Background: an optimization exercise with open tools, aiming at small area, a short achievable clock period and few clock cycles per item. Do not read the settings as production practice.
At most, simulation tests tie the RTL to the original design; equivalence was not proved.

## vrc_dec
module vrc_dec (
    input  wire        clk,
    input  wire        rst,
    input  wire        in_valid,
    output wire        in_ready,
    input  wire [31:0] in_data,
    input  wire [15:0] in_len,
    output reg         px_valid,
    output reg  [2:0]  px_count,
    output reg  [31:0] px_data,
    output reg         done,
    output reg  [2:0]  done_cause
);
    localparam S_HDR  = 3'd0,    
               S_DEC  = 3'd1,    
               S_RUN  = 3'd2,    
               S_END  = 3'd3,    
               S_FAIL = 3'd4;    
    reg  [2:0]  st;
    reg  [2:0]  cause;
    reg  [31:0] wreg;
    reg         wfull;
    reg  [13:0] wcnt;           
    reg  [15:0] blen;
    reg         blk_taken;      
    reg  [1:0]  w_hi;           
    reg         w_hdr, w_body, w_lastb;
    reg  [4:0]  w_trel;         
    reg         w_trl;
    wire [15:0] len_m1   = blen - 16'd1;
    wire [15:0] len_m9   = blen - 16'd9;
    wire [13:0] lastw    = len_m1[15:2];             
    wire [13:0] lastbw   = len_m9[15:2];             
    wire        hasbody  = (blen > 16'd24);
    wire [1:0]  nb_last  = len_m9[1:0];              
    wire [15:0] trel_in  = {wcnt, 2'b00} - blen + 16'd8;
    reg  [6:0]  avail;          
    wire        ring_free = !avail[6] && !(avail[5] && (avail[4:0] != 5'd0));
    wire        wgo      = wfull && (!w_body || ring_free || st == S_FAIL);
  ...
Size in the first run: ~11,000 cells after synthesis, about 2,000 flip-flops, ~92 I/O pins.
clock: 22.0 ns
lec_check: 0
cap_margin: 35
cell_pad_in_sites_detail_placement: 1
cell_pad_in_sites_global_placement: 2
core_margin: 2
core_utilization: 40
cts_buf_list: sky130_fd_sc_hd__clkbuf_4
place_density: 0.55
slew_margin: 35
synth_memory_max_bits: 65536
standard.sh (not shown) runs the stock make flow with config.mk's settings and CLKGATE_MAP_FILE= SYNTH_SCRIPT=/design/flow/synth_recipe.tcl, a recipe that flattens the netlist after the stock synthesis.
==> flow/flow/run.sh <==
#!/bin/bash
# The standard layout, with its timing repair aimed at a setup margin: the clock
# period and constraints stay the design's; repair_timing is asked to leave
# this much slack, so it keeps improving paths the 22 ns clock alone would not
# make it touch. The full make output goes to standard.log; ORFS keeps each
# step's own log under orfs/logs.
set -euo pipefail
bash standard.sh SETUP_SLACK_MARGIN=14 finish > standard.log 2>&1
Testbench counts at the start, summed over its fixed seeds: cycles 208,470, pixels 318,010.
==> next run, changes <==
- CORE_UTILIZATION: 40 -> 50
- CTS_BUF_LIST: sky130_fd_sc_hd__clkbuf_4 -> default
- PLACE_DENSITY: 0.55 -> 0.65
After rerunning:
- The new run produced a clean layout
- design area decreases by 0.63%
- hold slack improves by 0.016 ns
- maximum frequency decreases by 5.0%
==> next run, changes <==
- CORE_UTILIZATION: 50 -> 40
- CTS_BUF_LIST: default -> sky130_fd_sc_hd__clkbuf_2 sky130_fd_sc_hd__clkbuf_4 sky130_fd_sc_hd__clkbuf_8
- PLACE_DENSITY: 0.65 -> 0.55
After rerunning: The changed run completed with no timing, DRC or antenna violations; via count came out lower by 4.1%; area after synthesis stays the same; final area went up by 0.73%.

Setup of nickel:
Starting RTL as in the previous note.
==> flow/config.mk <==
export PLATFORM = sky130hd
export DESIGN_NAME = vrc_dec
export DESIGN_NICKNAME = vrc_dec
export VERILOG_FILES = /design/flow/design.v
export SDC_FILE = /design/flow/constraint.sdc
export NUM_CORES = 4
export LEC_CHECK = 0
export CAP_MARGIN = 35
export CELL_PAD_IN_SITES_DETAIL_PLACEMENT = 1
export CELL_PAD_IN_SITES_GLOBAL_PLACEMENT = 2
export CORE_MARGIN = 2
export CORE_UTILIZATION = 45
export PLACE_DENSITY = 0.6
export SLEW_MARGIN = 35
export SYNTH_MEMORY_MAX_BITS = 65536
==> flow/constraint.sdc <==
create_clock -name core_clock -period 22.0 [get_ports {clk}]
set_input_delay 4.4000 -clock core_clock [delete_from_list [all_inputs] [get_ports {clk}]]
set_output_delay 4.4000 -clock core_clock [all_outputs]
set_load 0.01 [all_outputs]
Scripts as last shown in full above: flow/flow/run.sh
Both conditions hold for nickel: the flow ran to the end and the final layout passed the timing, DRC and antenna checks.
Testbench counts of nickel, summed over its fixed seeds: cycles 208,470, pixels 318,010.
[inputs] garnet vs nickel
- a change of CORE_UTILIZATION from 45 to 40
- a change of PLACE_DENSITY from 0.6 to 0.55
--- outcome ---
What garnet reported for vertical die dimension has to be multiplied by 0.943 to get the figure for nickel. Compared with nickel, garnet shows area used by multi-input combinational logic that has gone up slightly. garnet does better than nickel on via count. [compare] base=nickel new=garnet: clock skew rose 8.8 ps, reg2reg setup slack rose 50 ps, all-layer global routing usage fell 3.4 points, total die area rose 0.034 mm2. Sort garnet and nickel by critical path depth, ascending, and garnet comes first. When garnet is set beside nickel, its data required time at the worst endpoint turns out to be 40 ps smaller.

red:
vrc_dec, a different RTL version from the one above (not shown whole).
For scale: ~11000 cells after synthesis.
Settings: LEC_CHECK=0, CAP_MARGIN=35, CELL_PAD_IN_SITES_DETAIL_PLACEMENT=1, CELL_PAD_IN_SITES_GLOBAL_PLACEMENT=2, CORE_MARGIN=2, CORE_UTILIZATION=40, GPL_TIMING_DRIVEN=1, PLACE_DENSITY=0.55, SLEW_MARGIN=35, SYNTH_MEMORY_MAX_BITS=65536; clock period 22.0 ns.
Scripts as last shown in full above: flow/flow/run.sh
red reached the final stage; the timing, DRC and antenna checks on its layout passed.
The inputs of blue differ from those of red as listed below.
Settings: removing GPL_TIMING_DRIVEN (formerly 1).
--- a/flow/flow/run.sh
+++ b/flow/flow/run.sh
@@ -8 +8 @@
-bash standard.sh SETUP_SLACK_MARGIN=14 finish > standard.log 2>&1
+bash standard.sh SETUP_SLACK_MARGIN=15 finish > standard.log 2>&1
--- outcome ---
The higher area added between synthesis and finish of blue and red is in blue. Diff blue and red: final critical-path setup slack higher in blue. Delta(transition time of the tightest slew-check pin, blue - red) < 0. In the reports for blue and red, the smaller total wire length after detailed routing belongs to red. Non-clock buffer count was higher in the run labelled blue. Looking at count of clock-buffer cells in the layout across blue and red, the one that comes out lower is blue. red has higher final critical path time including I/O delays and setup than blue. Looking at number of logic stages on the critical path including buffering, blue sits 12 lower than red does. Across blue and red, none had a timing, DRC or antenna violation.
Inputs modified between blue and green:
--- a/flow/flow/run.sh
+++ b/flow/flow/run.sh
@@ -8 +8 @@
-bash standard.sh SETUP_SLACK_MARGIN=15 finish > standard.log 2>&1
+bash standard.sh SETUP_SLACK_MARGIN=14 finish > standard.log 2>&1
--- outcome ---
Going from blue to green, worst setup slack -0.064 ns, worst reg-to-reg path cell count has increased, net count of the finished layout decreased by 2.7% relative to the old numbers.
No run of this note included a check of the RTL's function; only the layout flow was run.

## separate check: timing with driven ports
The flow's constraints put no driver on any port. The routed layouts listed below were extracted and timed again, unchanged, in two steps. Step 1, drivers: a clkbuf_16 drives clk and a buf_2 each remaining input, both assumed. Step 2 times the ports against the registers' clock, not the clock port: input delays grow and output delays shrink by t, the midpoint of the rising clock arrivals with the driver on. a / b / c = no drivers / after step 1 / after step 2; a / b = the first two.
run | t (ns) | setup WS [ns] | pins driven straight from the clock port
the first run of note 1 | 1.524 | 14.062 / 14.062 / 14.062 | 1
the second run of note 1 | 0.982 | 13.648 / 13.648 / 13.648 | 1
the third run of note 1 | 1.143 | 14.043 / 14.032 / 14.043 | 1
nickel | 0.988 | 13.989 / 13.989 / 13.989 | 1
garnet | 0.992 | 14.040 / 14.035 / 14.040 | 1
red | 0.993 | 13.894 / 13.894 / 13.894 | 1
blue | 0.981 | 13.957 / 13.957 / 13.957 | 1
green | 0.993 | 13.894 / 13.894 / 13.894 | 1
After both steps setup and hold are still met in every run listed.
